Source: an optimization exercise on an open RTL-to-GDS flow (aim: small area, a short achievable clock period and few clock cycles per item). Production flows keep margins and buffers that such runs may drop.
Where RTL was checked, it was by simulation tests only, not by an equivalence proof against the original.
Power and IR drop assume default switching activity.

before:
Design sfl_rs_dec, start of the top module:
module sfl_rs_dec (
    input  wire       clk,
    input  wire       rst,
    input  wire       in_valid,
    output reg        in_ready,
    input  wire [9:0] in_sym,
    input  wire       in_short,
    output reg        err_valid,
    output reg  [9:0] err_pos,
    output wire [9:0] err_val,
    output reg        done,
    output reg        fail,
    output reg  [4:0] nerr
);
    localparam NSYN = 30;
    function [9:0] gf_mul;
        input [9:0] a;
        input [9:0] b;
        reg   [9:0] p;
        reg   [9:0] x;
        integer i;
        begin
            p = 10'd0;
            x = a;
            for (i = 0; i < 10; i = i + 1) begin
                if (b[i])
                    p = p ^ x;
                x = {x[8:0], 1'b0} ^ (x[9] ? 10'h009 : 10'h000);
            end
            gf_mul = p;
        end
    endfunction
    function [9:0] gf_pow;
        input integer e;
        reg   [9:0] p;
        integer i;
        begin
            p = 10'd1;
            for (i = 0; i < e; i = i + 1)
  ...
clock: 10.0 ns
lec_check: 0
cap_margin: 10
core_margin: 2
core_utilization: 30
place_density: 0.5
setup_slack_margin: 5
slew_margin: 10
synth_memory_max_bits: 16384
run.sh (not shown) runs the stock make flow with config.mk's settings and CLKGATE_MAP_FILE= SYNTH_SCRIPT=/design/flow/synth_recipe.tcl, a recipe that flattens the netlist after the stock synthesis.
Testbench counts of before, summed over its fixed seeds: cycles 104,799, codewords 192.
[inputs] after vs before
--- a/flow/design.v
+++ b/flow/design.v
@@ -126,41 +126,43 @@
     integer j;
     genvar g;
     reg  [9:0] S [0:NSYN-1];
     reg  [9:0] rcnt;             
     reg        rfirst;           
     reg        r_short;          
     reg        sfull;            
     reg        s_short;          
     reg  [9:0] sym_r;            
-    reg        v_r, f_r, l_r;
+    reg        v_r, f_r, l_r, sh_r;
     wire       accept   = in_valid & in_ready;
-    wire       r_last   = ~rfirst & (rcnt == (r_short ? 10'd230 : 10'd543));
+    wire       cur_sh   = rfirst ? in_short : r_short;
+    wire       r_last   = (rcnt == (cur_sh ? 10'd230 : 10'd543));
     wire       last_acc = accept & r_last;
     reg        sI, sD, sF, sU, sO, sW;
     wire       kes_idle = sI;
     reg        xfer;             
     wire [9:0] syn_next [0:NSYN-1];
     generate
         for (g = 0; g < NSYN; g = g + 1) begin : g_syn
             localparam [9:0] AJ = gf_pow(g);
             assign syn_next[g] = (f_r ? 10'd0 : gf_mul(S[g], AJ)) ^ sym_r;
         end
     endgenerate
     always @(posedge clk) begin
         sym_r <= in_sym;
         f_r   <= rfirst;
         l_r   <= r_last;
+        sh_r  <= cur_sh;
         if (v_r)
             for (j = 0; j < NSYN; j = j + 1)
                 S[j] <= syn_next[j];
         if (v_r & l_r)
-            s_short <= r_short;
+            s_short <= sh_r;
     end
     reg [299:0] s_flat;
     always @(*) for (j = 0; j < NSYN; j = j + 1) s_flat[j*10 +: 10] = S[j];
     wire szero = ~|s_flat;
     reg  [9:0] sc  [0:NSYN-1];   
     reg  [9:0] lam [0:15];       
     reg  [9:0] bs  [0:15];       
     reg  [9:0] opa_r [0:3];      
     reg  [9:0] posr [0:3];       
@@ -171,19 +173,18 @@
     reg  [9:0] sa_r, sb_r;       
     reg  [3:0] ch_k;             
     reg  [4:0] L;
     reg  [4:0] kr;               
     reg  [1:0] kc;               
     reg        chg;
     reg        k_short;
     reg        sc_rot, sc_clr;   
     reg  [1:0] ph;               
-    reg  [1:0] phn;              
     wire [4:0] kw = kr - 5'd1;   
     wire [9:0] mul_out [0:3];
     wire [9:0] lam_new [0:3];
     wire [9:0] xsel    [0:3];
     wire [9:0] bs_new  [0:3];
     generate
         for (g = 0; g < 4; g = g + 1) begin : g_lane
             assign mul_out[g] = gf_mul(opa_r[g], posr[g]);
             assign lam_new[g] = sU ? (lam[g] ^ mul_out[g]) : lam[g];
@@ -193,30 +194,19 @@
                                 (kc == 2'd0) ? (chg ? lam[15] : bs[15]) : carry;
             wire [9:0] om_wr  = (sO && (kr != 5'd0) && (ph == kw[3:2]) && (kw[1:0] == g)) ? f : bs[g];
             assign bs_new[g]  = sU ? xprev : om_wr;
         end
     endgenerate
     wire [9:0] dsum = mul_out[0] ^ mul_out[1] ^ mul_out[2] ^ mul_out[3] ^ ((kc == 2'd0) ? 10'd0 : acc);
     wire       pre_bs  = sF | (sU && kc != 2'd3);
     wire       pre_f   = sU && kc != 2'd3;
     wire       pre_rot = sO && kc == 2'd3;
-    reg  [9:0] sc0 [0:3];
-    reg  [9:0] sc1 [0:3];
-    always @(*) begin
-        for (j = 0; j < 4; j = j + 1) begin
-            case (phn)
-                2'd0: begin sc0[j] = sc[j];      sc1[j] = sc[(j + NSYN - 1) % NSYN]; end
-                2'd1: begin sc0[j] = sc[4 + j];  sc1[j] = sc[3 + j];  end
-                2'd2: begin sc0[j] = sc[8 + j];  sc1[j] = sc[7 + j];  end
-                default: begin sc0[j] = sc[12 + j]; sc1[j] = sc[11 + j]; end
-            endcase
-        end
-    end
+    wire [1:0] pre_g   = ph + 2'd1;
     wire       in_chain = (ch_k != 4'd0);
     wire [9:0] smul     = gf_mul(sa_r, sb_r);
     wire       chg_n    = (acc != 10'd0) && ({L, 1'b0} <= {1'b0, kr});
     wire       chien_busy;
     reg        ld;               
     wire       c_drain;          
     wire       ld_start = sW & ~chien_busy & ~c_drain & ~ld & (ph == 2'd3);
     always @(posedge clk) begin
         if (rst) begin
@@ -296,42 +286,40 @@
             end
             if (ld) begin
                 sW <= 1'b0;
                 sI <= 1'b1;
             end
         end
     end
     always @(posedge clk) begin
         if (sI && xfer) begin
-            ph  <= 2'd0;
-            phn <= 2'd1;
+            ph <= 2'd0;
             for (j = 0; j < 4; j = j + 1) begin
                 posr[j]  <= S[(NSYN - j) % NSYN];
                 opa_r[j] <= (j == 0) ? 10'd1 : 10'd0;
             end
             for (j = 0; j < 16; j = j + 1) begin
                 lam[j] <= (j == 0) ? 10'd1 : 10'd0;
                 bs[j]  <= (j == 1) ? 10'd1 : 10'd0;
             end
             for (j = 0; j < NSYN; j = j + 1)
                 sc[j] <= S[(NSYN - j) % NSYN];
         end else begin
-            ph  <= ph + 2'd1;
-            phn <= phn + 2'd1;
+            ph <= ph + 2'd1;
             for (j = 0; j < 4; j = j + 1) begin
                 if (sF)
                     posr[j] <= smul;
                 else if (pre_f)
                     posr[j] <= f;
                 else if (pre_rot)
-                    posr[j] <= sc1[j];
+                    posr[j] <= sc[({pre_g, 2'b00} + j + NSYN - 1) % NSYN];
                 else
-                    posr[j] <= sc0[j];
+                    posr[j] <= sc[{pre_g, 2'b00} + j];
                 opa_r[j] <= pre_bs ? bs[4+j] : lam[4+j];
             end
             for (j = 0; j < 12; j = j + 1) begin
                 lam[j] <= lam[j+4];
                 bs[j]  <= bs[j+4];
             end
             for (j = 0; j < 4; j = j + 1) begin
                 lam[12+j] <= lam_new[j];
                 bs[12+j]  <= bs_new[j];
==> comparison <==
- after vs before — via count of the first global-routing pass rose 2385.
- Summary — setup slack, after relative to before: lower, by 0.81 ns.
- The via count reported for after is higher than the one for before.
- Status: post-synthesis sequential element count parity (before, after)
- Across both runs, worst slack after detailed placement was lower for after than for before.
- after vs before — critical-path maximum fanout rose 42.
- Synthesized cell count was lower in the run labelled before.
- What before reported for detailed placer's ending HPWL has to be multiplied by 1.12 to get the figure for after.
- On adder-cell area share of the yosys netlist, after and before are neck and neck.
For after, only the layout was checked, not whether the RTL still works.

========
## the baseline
sfl_rs_dec, a different RTL version from the one above (not shown whole).
Size in the first run: roughly 43 I/O pins, roughly 77000 um2 of cells after synthesis.
## sfl_rs_dec
module sfl_rs_dec (
    input  wire       clk,
    input  wire       rst,
    input  wire       in_valid,
    output reg        in_ready,
    input  wire [9:0] in_sym,
    input  wire       in_short,
    output reg        err_valid,
    output reg  [9:0] err_pos,
    output wire [9:0] err_val,
    output reg        done,
    output reg        fail,
    output reg  [4:0] nerr
);
==> flow/config.mk <==
export PLATFORM = sky130hd
export DESIGN_NAME = sfl_rs_dec
export DESIGN_NICKNAME = sfl_rs_dec
export VERILOG_FILES = /design/flow/design.v
export SDC_FILE = /design/flow/constraint.sdc
export NUM_CORES = 4
export LEC_CHECK = 0
export CAP_MARGIN = 10
export CORE_MARGIN = 2
export CORE_UTILIZATION = 30
export CTS_CLUSTER_DIAMETER = 60
export CTS_CLUSTER_SIZE = 30
export PLACE_DENSITY = 0.5
export SETUP_SLACK_MARGIN = 5
export SLEW_MARGIN = 10
export SYNTH_MEMORY_MAX_BITS = 16384
==> flow/constraint.sdc <==
create_clock -name core_clock -period 10.0 [get_ports {clk}]
set_input_delay 2.0000 -clock core_clock [delete_from_list [all_inputs] [get_ports {clk}]]
set_output_delay 2.0000 -clock core_clock [all_outputs]
set_load 0.01 [all_outputs]
Both conditions hold for the baseline: the flow ran to the end and the final layout passed the timing, DRC and antenna checks.
Relative to the baseline, the following input files were edited for the candidate:
--- a/flow/design.v
+++ b/flow/design.v
@@ -128,25 +128,26 @@
         end
     endfunction
     integer j;
     genvar g;
     reg  [9:0] S [0:NSYN-1];
     reg  [9:0] rcnt;             
     reg        rfirst;           
     reg        r_short;          
     reg        sfull;            
     reg        s_short;          
     reg  [9:0] sym_r;            
     reg        v_r, f_r, l_r;
-    wire       accept   = in_valid & in_ready;
+    reg        r_blk;
+    wire       accept   = in_valid & ~r_blk;
     wire       r_last   = ~rfirst & (rcnt == (r_short ? 10'd230 : 10'd543));
     wire       last_acc = accept & r_last;
     reg        sI, sN, sD, sF, sG, sU, sO, sW;
     wire       kes_idle = sI;
     reg        xfer;             
     wire [9:0] syn_next [0:NSYN-1];
     generate
         for (g = 0; g < NSYN; g = g + 1) begin : g_syn
             localparam [9:0] AJ = gf_pow(g);
             assign syn_next[g] = (f_r ? 10'd0 : gf_mul(S[g], AJ)) ^ sym_r;
         end
     endgenerate
@@ -377,30 +378,32 @@
     wire sfull_nn = last_acc | (sfull_n & ~xfer_n);      
     wire sI_nn    = (sI_n & ~xfer_n) | ld_start;
     wire rfirst_n = accept ? r_last : rfirst;
     always @(posedge clk) begin
         if (rst) begin
             rcnt     <= 10'd0;
             rfirst   <= 1'b1;
             sfull    <= 1'b0;
             xfer     <= 1'b0;
             sc_en    <= 1'b0;
             v_r      <= 1'b0;
             in_ready <= 1'b1;
+            r_blk    <= 1'b0;
         end else begin
             v_r      <= accept;
             sfull    <= sfull_n;
             xfer     <= xfer_n;
             sc_en    <= xfer_n | ((sD | sO) && kc == 2'd1);
             in_ready <= ~rfirst_n | ~(sfull_nn & ~sI_nn);
+            r_blk    <= rfirst_n & sfull_nn & ~sI_nn;
             if (accept) begin
                 if (rfirst)
                     r_short <= in_short;
                 if (r_last) begin
                     rcnt   <= 10'd0;
                     rfirst <= 1'b1;
                 end else begin
                     rcnt   <= rcnt + 10'd1;
                     rfirst <= 1'b0;
                 end
             end
         end
## What came out
Relative to the baseline, the candidate improves worst setup slack before clock tree synthesis.
Between the candidate and the baseline, the difference in multiplexer area fraction after synthesis is negligible.
Between the candidate and the baseline, the difference in via count is negligible.
Max sequential share of layout area across the candidate and the baseline: the candidate
The candidate and the baseline ended up with nearly the same post-DP HPWL.
| non-filler instance count after layout | the candidate vs the baseline | ≈ equal |
Looking only at final design utilization, and setting everything else aside, the higher value of the candidate and the baseline goes to the baseline.
Testbench counts of the candidate, summed over its fixed seeds: cycles 104,499, codewords 192.
Only the layout flow was run in the baseline; the RTL was not checked for function there.

========
== main ==
sfl_rs_dec, a different RTL version from the one above (not shown whole).
Size: about 8400 cells after synthesis, roughly 1600 flip-flops, about 43 I/O pins, roughly 81000 um2 of cells after synthesis.
clock: 10.0 ns
lec_check: 0
cap_margin: 10
core_margin: 2
core_utilization: 30
cts_cluster_diameter: 60
cts_cluster_size: 30
place_density: 0.5
setup_slack_margin: 5
slew_margin: 10
synth_memory_max_bits: 16384
Inputs modified between main and the feature branch:
--- a/flow/design.v
+++ b/flow/design.v
@@ -132,15 +132,15 @@
     reg        sfull;            
     reg        s_short;          
     reg  [9:0] sym_r;            
     reg        v_r, f_r, l_r;
     wire       accept   = in_valid & in_ready;
     wire       r_last   = ~rfirst & (rcnt == (r_short ? 10'd230 : 10'd543));
     wire       last_acc = accept & r_last;
-    reg        sI, sD, sF, sG, sU, sO, sW;
+    reg        sI, sD, sF, sU, sO, sW;
     wire       kes_idle = sI;
     reg        xfer;             
     wire [9:0] syn_next [0:NSYN-1];
     generate
         for (g = 0; g < NSYN; g = g + 1) begin : g_syn
             localparam [9:0] AJ = gf_pow(g);
             assign syn_next[g] = (f_r ? 10'd0 : gf_mul(S[g], AJ)) ^ sym_r;
@@ -171,15 +171,14 @@
     reg  [9:0] sa_r, sb_r;       
     reg  [3:0] ch_k;             
     reg  [4:0] L;
     reg  [4:0] kr;               
     reg  [1:0] kc;               
     reg        chg;
     reg        k_short;
-    reg        szero_r;
     reg        sc_rot, sc_clr;   
     reg  [1:0] ph;               
     reg  [1:0] phn;              
     wire [4:0] kw = kr - 5'd1;   
     wire [9:0] mul_out [0:3];
     wire [9:0] lam_new [0:3];
     wire [9:0] xsel    [0:3];
@@ -193,15 +192,15 @@
                                 (ph == 2'd0) ? 10'd0 :
                                 (kc == 2'd0) ? (chg ? lam[15] : bs[15]) : carry;
             wire [9:0] om_wr  = (sO && (kr != 5'd0) && (ph == kw[3:2]) && (kw[1:0] == g)) ? f : bs[g];
             assign bs_new[g]  = sU ? xprev : om_wr;
         end
     endgenerate
     wire [9:0] dsum = mul_out[0] ^ mul_out[1] ^ mul_out[2] ^ mul_out[3] ^ ((kc == 2'd0) ? 10'd0 : acc);
-    wire       pre_bs  = sG | (sU && kc != 2'd3);
+    wire       pre_bs  = sF | (sU && kc != 2'd3);
     wire       pre_f   = sU && kc != 2'd3;
     wire       pre_rot = sO && kc == 2'd3;
     reg  [9:0] sc0 [0:3];
     reg  [9:0] sc1 [0:3];
     always @(*) begin
         for (j = 0; j < 4; j = j + 1) begin
             case (phn)
@@ -217,67 +216,60 @@
     wire       chg_n    = (acc != 10'd0) && ({L, 1'b0} <= {1'b0, kr});
     wire       chien_busy;
     reg        ld;               
     wire       c_drain;          
     wire       ld_start = sW & ~chien_busy & ~c_drain & ~ld & (ph == 2'd3);
     always @(posedge clk) begin
         if (rst) begin
-            {sI, sD, sF, sG, sU, sO, sW} <= 7'b1000000;
+            {sI, sD, sF, sU, sO, sW} <= 6'b100000;
             ch_k   <= 4'd0;
             ld     <= 1'b0;
             sc_rot <= 1'b0;
             sc_clr <= 1'b0;
         end else begin
             ld     <= ld_start;
             sc_rot <= (sD | sO) && kc == 2'd2;
             sc_clr <= sD && kc == 2'd2 && kr == 5'd29;
-            if (!sG && in_chain) begin
+            if (!sF && in_chain) begin
                 sa_r <= gf_sq(smul);
                 ch_k <= ch_k - 4'd1;
                 if (ch_k == 4'd1)
                     betr <= smul;
             end
             if (sI && xfer) begin
                 L       <= 5'd0;
                 kr      <= 5'd0;
                 kc      <= 2'd0;
                 betr    <= 10'd1;
                 k_short <= s_short;
-                szero_r <= szero;
                 sI      <= 1'b0;
-                sD      <= 1'b1;
+                if (szero) sW <= 1'b1;
+                else       sD <= 1'b1;
             end
             if (sD) begin
                 acc <= dsum;
                 kc  <= kc + 2'd1;
-                if (szero_r) begin
-                    sD <= 1'b0;
-                    sW <= 1'b1;
-                end else if (kc == 2'd3) begin
-                    sD <= 1'b0;
-                    sF <= 1'b1;
+                if (kc == 2'd3) begin
+                    sa_r <= dsum;
+                    sb_r <= gf_sq((ch_k == 4'd1) ? smul : betr);
+                    sD   <= 1'b0;
+                    sF   <= 1'b1;
                 end
             end
             if (sF) begin
-                sa_r <= acc;
-                sb_r <= gf_sq(betr);
-                sF   <= 1'b0;
-                sG   <= 1'b1;
-            end
-            if (sG) begin
                 f     <= smul;
                 carry <= 10'd0;
                 chg   <= chg_n;
                 if (chg_n) begin
                     L    <= kr + 5'd1 - L;
                     sa_r <= gf_sq(acc);
                     sb_r <= acc;
                     ch_k <= 4'd8;
                 end
-                sG <= 1'b0;
+                sF <= 1'b0;
                 sU <= 1'b1;
             end
             if (sU) begin
                 carry <= xsel[3];
                 kc    <= kc + 2'd1;
                 if (kc == 2'd3) begin
                     sU <= 1'b0;
@@ -322,15 +314,15 @@
             end
             for (j = 0; j < NSYN; j = j + 1)
                 sc[j] <= S[(NSYN - j) % NSYN];
         end else begin
             ph  <= ph + 2'd1;
             phn <= phn + 2'd1;
             for (j = 0; j < 4; j = j + 1) begin
-                if (sG)
+                if (sF)
                     posr[j] <= smul;
                 else if (pre_f)
                     posr[j] <= f;
                 else if (pre_rot)
                     posr[j] <= sc1[j];
                 else
                     posr[j] <= sc0[j];
Findings:
- | cell count after synthesis | main vs the feature branch | ≈ equal |
- Sum of internal, switching and leakage power in the feature branch vs main: up 9.5%
- Any difference in clock skew between main and the feature branch is small enough to ignore.
- Changes observed in the feature branch relative to main: sum of routed wire length over all layers saw an increase, combinational power now larger.
- Per the comparison of the feature branch with main, total power divided by cell area went up by 36 nW/um2, path length in cells of the critical path has decreased, clock network area share fell by 0.30 points, global routing usage summed across all routing layers increased 0.38 points.
Testbench counts of the feature branch, summed over its fixed seeds: cycles 104,799, codewords 192.
No functional check of the RTL was part of main.

==> afterwards: timing with drivers on the ports <==
No port has a modelled driver above. Below, the same layouts with a new extraction and two added sets of constraints.
Step 1 sets driving cells, clkbuf_16 on the clock port and buf_2 on the other inputs (assumed; they add their load-dependent delay and slew).
Step 2, shift: input delay + t, output delay - t, t = (earliest + latest rising clock arrival at the registers) / 2. This alone moves slack from input paths to output paths.
a / b / c = ideal / step 1 / step 2; a / b = the first two.
run	t, ns	setup WS [ns]	clock arrival spread, ns
before	0.922	6.020 / 6.020 / 5.764	0.060 / 0.060
after	0.926	5.213 / 5.213 / 5.213	0.072 / 0.072
the baseline	0.901	6.115 / 6.023 / 6.212	0.069 / 0.069
the candidate	0.876	6.231 / 6.140 / 6.293	0.098 / 0.098
main	0.914	6.116 / 6.102 / 5.685	0.069 / 0.070
the feature branch	0.906	6.068 / 6.068 / 5.807	0.078 / 0.078
After both steps every run listed still meets setup and hold. For main, which loses most, drivers alone change the setup slack by -0.014 ns; drivers and shift together by -0.431 ns.
